Context: an optimization exercise on an open-source flow, tuned for small area. The choices shown serve that exercise and are no tape-out recipe.
Function was checked by simulation only, so behaviour that the tests miss may differ from the original.
Power is estimated from default activity; no workload was simulated.

Setup of oak:
==> flow/design.v (excerpt) <==
module hb_decim (
    input  wire        clk,
    input  wire        rst,
    input  wire        in_valid,
    input  wire [31:0] in_data,
    output wire        t2_valid,
    output wire [31:0] t2_data,
    output wire        t3_valid,
    output wire [31:0] t3_data,
    output wire        t4_valid,
    output wire [31:0] t4_data,
    output wire        t5_valid,
    output wire [31:0] t5_data
);
    function integer m_of(input integer s);
        m_of = (s == 0) ? 5 : (s == 1) ? 7 : (s == 2) ? 11 : 19;
    endfunction
    function integer k_of(input integer s);
        k_of = (s == 0) ? 2 : (s == 1) ? 4 : (s == 2) ? 6 : 9;
    endfunction
    function signed [22:0] coef(input [1:0] s, input [3:0] k);
        begin
            coef = 23'sd0;
            case (s)
                2'd0: case (k)
                    4'd0: coef =  23'sd2338087;
                    4'd1: coef = -23'sd241832;
                    4'd2: coef =  23'sd2887;
                    default: coef = 23'sd0;
                   endcase
                2'd1: case (k)
                    4'd0: coef =  23'sd2447711;
                    4'd1: coef = -23'sd393584;
                    4'd2: coef =  23'sd43147;
                    4'd3: coef = -23'sd349;
  ...
For scale: about 6,200 cells after synthesis, roughly 2,200 flip-flops, roughly 170 I/O pins.
export LEC_CHECK = 0
export CAP_MARGIN = 5
export CORE_MARGIN = 2
export CORE_UTILIZATION = 40
export CTS_CLUSTER_DIAMETER = 80
export CTS_CLUSTER_SIZE = 30
export PLACE_DENSITY = 0.6
export SLEW_MARGIN = 5
create_clock -name core_clock -period 25.0 [get_ports {clk}]
standard.sh (not shown) runs the stock make flow with config.mk's settings and CLKGATE_MAP_FILE= SYNTH_SCRIPT=/design/flow/synth_recipe.tcl, a recipe that flattens the netlist after the stock synthesis.
==> flow/flow/run.sh <==
#!/bin/bash
# Own flow: the standard layout (standard.sh, unchanged synthesis, floorplan,
# placement, routing), with two settings passed to ORFS's own scripts:
#  - port buffers use the smallest buffer cell (buffer_ports -buffer_cell);
#  - clock tree synthesis clusters up to 30 sinks within 80 um and inserts no
#    dummy loads.
# The full output of the ORFS run goes to standard.log in the work folder;
# ORFS's per-step logs stay under orfs/logs/.
set -euo pipefail
export BUFFER_PORTS_ARGS="-buffer_cell sky130_fd_sc_hd__buf_1"
export CTS_ARGS="-sink_clustering_enable -repair_clock_nets -sink_clustering_size 30 -sink_clustering_max_diameter 80 -dont_use_dummy_load"
bash standard.sh > standard.log 2>&1
> inputs changed (oak -> pine)
diff --git a/flow/config.mk b/flow/config.mk
--- a/flow/config.mk
+++ b/flow/config.mk
@@ -6,5 +6,5 @@
 export NUM_CORES = 4
 export LEC_CHECK = 0
-export CAP_MARGIN = 5
+export CAP_MARGIN = 20
 export CORE_MARGIN = 2
 export CORE_UTILIZATION = 40
@@ -12,3 +12,3 @@
 export CTS_CLUSTER_SIZE = 30
 export PLACE_DENSITY = 0.6
-export SLEW_MARGIN = 5
+export SLEW_MARGIN = 20
### Flow results
pine closes out successfully: all stages finished, all timing, DRC and antenna checks passed.
pine vs. oak: layout multi-input combinational cell count flat; critical path depth flat; power flat.

---

== maple ==
Another version of the RTL of hb_decim (not shown whole).
For scale: about 2300 flip-flops.
clock: 25.0 ns
lec_check: 0
abc_area: 1
cap_margin: 20
core_margin: 2
core_utilization: 60
cts_buf_list: sky130_fd_sc_hd__clkbuf_8
cts_cluster_size: 30
place_density: 0.75
slew_margin: 20
run.sh (not shown) runs the stock make flow with config.mk's settings and CLKGATE_MAP_FILE= SYNTH_SCRIPT=/design/flow/synth_recipe.tcl, a recipe that flattens the netlist after the stock synthesis.
Stock flow here: none of the scripts above is used.
Input changes introduced in fjord (baseline for comparison: maple):
- CTS_BUF_LIST removed (was sky130_fd_sc_hd__clkbuf_8)
- CTS_CLUSTER_DIAMETER newly set to 60
- CTS_CLUSTER_SIZE changed from 30 to 24
- ABC_AREA removed (was 1)
- PLACE_DENSITY changed from 0.75 to 0.6
- CORE_UTILIZATION changed from 60 to 40
### Flow results
- The run showing the greater minimum setup slack among reg-to-reg paths is maple.
- fjord ends up with a clock network fraction of design power that is 3.6 points lower than in maple.
- On fjord: worst setup slack is 2860 ps lower than what maple gave.
- | required time at the endpoint of the critical path | fjord vs maple | 130 ps lower |
- fjord: total number of placement rows about 23% above maple
- Share of the synthesized area in compound gates (AO/OA/AOI/OAI) across maple and fjord: no real change.
- fjord vs. maple: total wirelength of the detailed-routed design -7700 µm, combinational power shrank by about 7%, xor-xnor portion of the synthesized cell area did not really move.
- Relative to maple, synthesized instance count decreased by 11% in fjord.
## Diff of input files: sierra against fjord
- CTS_CLUSTER_SIZE now 30, was 24
- CTS_CLUSTER_DIAMETER now 80, was 60
### Flow results
Combinational cell fraction of total power for sierra is higher than for fjord.
The number of iterations in the first detailed-routing pass in sierra was lower than what fjord gave.
Higher H-tree level count was reported by fjord, not sierra.
Leftover overflow at the end of global routing: sierra vs fjord identical
Compared with fjord, sierra shows a lower depth of the worst register-to-register path.
Diff sierra..fjord | count of buffers from port buffering | unchanged
Delta (sierra minus fjord): sum of internal, switching and leakage power dropped about 6%; core utilization dropped 0.71 points; hold violation total from the final report barely changed.
NOTE wire length reported by the detailed router fjord->sierra decreased slightly
Against fjord, sierra reports a setup slack after layout that is lower.
diff inputs: sierra => quartz
- CTS_CLUSTER_DIAMETER no longer set, was 80
- CTS_CLUSTER_SIZE no longer set, was 30
Findings:
sierra → quartz: net switching power figure grew by 10%; power in the clock group up 65%; total via count after detailed routing shows an increase of 883.

---

== red ==
RTL: one of the versions met above, not the one the previous note started from.
For scale: roughly 2200 flip-flops, ~170 I/O pins, ~75000 sq um of cells after synthesis.
clock: 25.0 ns
lec_check: 0
cap_margin: 20
core_margin: 2
core_utilization: 40
cts_cluster_diameter: 80
cts_cluster_size: 30
place_density: 0.6
slew_margin: 20
standard.sh (not shown) runs the stock make flow with config.mk's settings and CLKGATE_MAP_FILE= SYNTH_SCRIPT=/design/flow/synth_recipe.tcl, a recipe that flattens the netlist after the stock synthesis.
==> flow/flow/run.sh <==
#!/bin/bash
# Own flow: the standard layout (standard.sh: unchanged synthesis, floorplan,
# placement, clock tree, routing), with these changes:
#  - after the floorplan, OpenROAD's restructure re-maps the combinational logic
#    for area, in three passes (restructure.tcl), on a liberty file without the don't-use cells
#    (libfilter.py, dont_use.txt);
#  - port buffers use the smallest buffer cell (buffer_ports -buffer_cell);
#  - clock tree synthesis clusters up to 30 sinks within 80 um and inserts no
#    dummy loads.
# Each tool's full output goes to its own log in the work folder; ORFS's
# per-step logs stay under orfs/logs/.
set -euo pipefail
export BUFFER_PORTS_ARGS="-buffer_cell sky130_fd_sc_hd__buf_1"
export CTS_ARGS="-sink_clustering_enable -repair_clock_nets -sink_clustering_size 30 -sink_clustering_max_diameter 80 -dont_use_dummy_load"
bash standard.sh floorplan > standard_floorplan.log 2>&1
python3 flow/libfilter.py "$FLOW_HOME/platforms/sky130hd/lib/sky130_fd_sc_hd__tt_025C_1v80.lib" \
    lib_nodontuse.lib $(cat flow/dont_use.txt) > libfilter.log 2>&1
mkdir -p restructure_work
openroad -no_init -exit flow/restructure.tcl > restructure.log 2>&1
bash standard.sh finish > standard_finish.log 2>&1
==> flow/flow/restructure.tcl <==
# Area recovery on the floorplanned netlist: OpenROAD's restructure (ABC, area
# script) re-maps the combinational logic between the registers and ports. The
# registers and ports stay as the standard synthesis made them. The liberty
# file given to ABC is the platform's without its don't-use cells.
set base orfs/results/sky130hd/hb_decim/base
read_liberty $::env(FLOW_HOME)/platforms/sky130hd/lib/sky130_fd_sc_hd__tt_025C_1v80.lib
read_db $base/2_floorplan.odb
read_sdc $base/2_floorplan.sdc
source $::env(FLOW_HOME)/platforms/sky130hd/setRC.tcl
report_design_area
# three passes: the second and third find a little more
foreach pass {1 2 3} {
    restructure -target area -liberty_file lib_nodontuse.lib \
        -tielo_port sky130_fd_sc_hd__conb_1/LO -tiehi_port sky130_fd_sc_hd__conb_1/HI \
        -work_dir restructure_work
    report_design_area
    report_worst_slack
}
write_db $base/2_floorplan.odb
Other scripts of this flow, unchanged in this note and not shown: flow/flow/dont_use.txt, flow/flow/libfilter.py
## Diff of input files: blue against red
diff --git a/flow/flow/run.sh b/flow/flow/run.sh
--- a/flow/flow/run.sh
+++ b/flow/flow/run.sh
@@ -5 +5 @@
-#    for area, in three passes (restructure.tcl), on a liberty file without the don't-use cells
+#    for area (restructure.tcl), on a liberty file without the don't-use cells
diff --git a/flow/flow/restructure.tcl b/flow/flow/restructure.tcl
--- a/flow/flow/restructure.tcl
+++ b/flow/flow/restructure.tcl
@@ -11,8 +11,5 @@
-# three passes: the second and third find a little more
-foreach pass {1 2 3} {
-    restructure -target area -liberty_file lib_nodontuse.lib \
-        -tielo_port sky130_fd_sc_hd__conb_1/LO -tiehi_port sky130_fd_sc_hd__conb_1/HI \
-        -work_dir restructure_work
-    report_design_area
-    report_worst_slack
-}
+restructure -target area -liberty_file lib_nodontuse.lib \
+    -tielo_port sky130_fd_sc_hd__conb_1/LO -tiehi_port sky130_fd_sc_hd__conb_1/HI \
+    -work_dir restructure_work
+report_design_area
+report_worst_slack
==> comparison <==
red → blue: number of filler cells placed in the layout now sits lower, final area now sits higher, setup slack now sits higher, post-route total power now sits lower, area taken by flip-flops and latches now sits at about the same level. Maximum clock skew at final layout: blue vs red down 0.015 ns. Xor/xnor share of the synthesized area came out exactly the same in red and blue. Count of plain and timing-repair buffers: blue vs red down about 3%.
[inputs] green vs blue
diff --git a/flow/config.mk b/flow/config.mk
--- a/flow/config.mk
+++ b/flow/config.mk
@@ -12,0 +13 @@
+export GPL_TIMING_DRIVEN = 0
--- outcome ---
When green is set beside blue, its final net count turns out to be 44 larger. Looking at green and blue, the total power is a wash. Diff green and blue: clock network fraction of total power higher in blue. Looking at green and blue, the multi-input logic portion of the cell area is a wash. Comparing area added between synthesis and finish for green and blue, the smaller number came from blue. Lower final cycle utilization of the critical path among green and blue: blue. Of green and blue, green shows the lower peak per-stage delay on the critical path, with blue above it. On count of vias placed by the detailed router, green and blue are neck and neck. Compared with blue, in green final standard cell count with taps included and fillers excluded climbed 40; worst ir drop on vdd now smaller. In green, the cell depth of the worst setup path came out 6 below the value in blue. For green, the critical path's slowest cell was a2bb2oi_1, unlike blue, where it was a31oi_1.

==> static timing again, ports no longer ideal <==
Ports are ideal in the flow. The routed layouts listed here were re-timed in OpenROAD. Step 1 assumes that a clkbuf_16 drives the clock port and a buf_2 every other input. Step 2, shift: input delay + t, output delay - t, t = (earliest + latest rising clock arrival at the registers) / 2. This alone moves slack from input paths to output paths. Slacks: no drivers / after step 1 / after step 2; pairs: no drivers / after step 1.
run	t, ns	slack for setup (ns)	cell pins on the clock port's net
oak	0.802	7.066 / 7.066 / 7.066	1
pine	0.802	7.066 / 7.066 / 7.066	1
maple	1.035	8.910 / 8.910 / 8.910	1
fjord	0.899	6.052 / 6.052 / 6.052	1
sierra	0.863	6.031 / 6.031 / 6.031	1
quartz	0.917	6.117 / 6.117 / 6.117	1
red	0.810	2.872 / 2.872 / 2.872	1
blue	0.769	4.264 / 4.264 / 4.264	1
green	0.787	1.940 / 1.940 / 1.940	1
After both steps setup and hold are still met in every run listed.
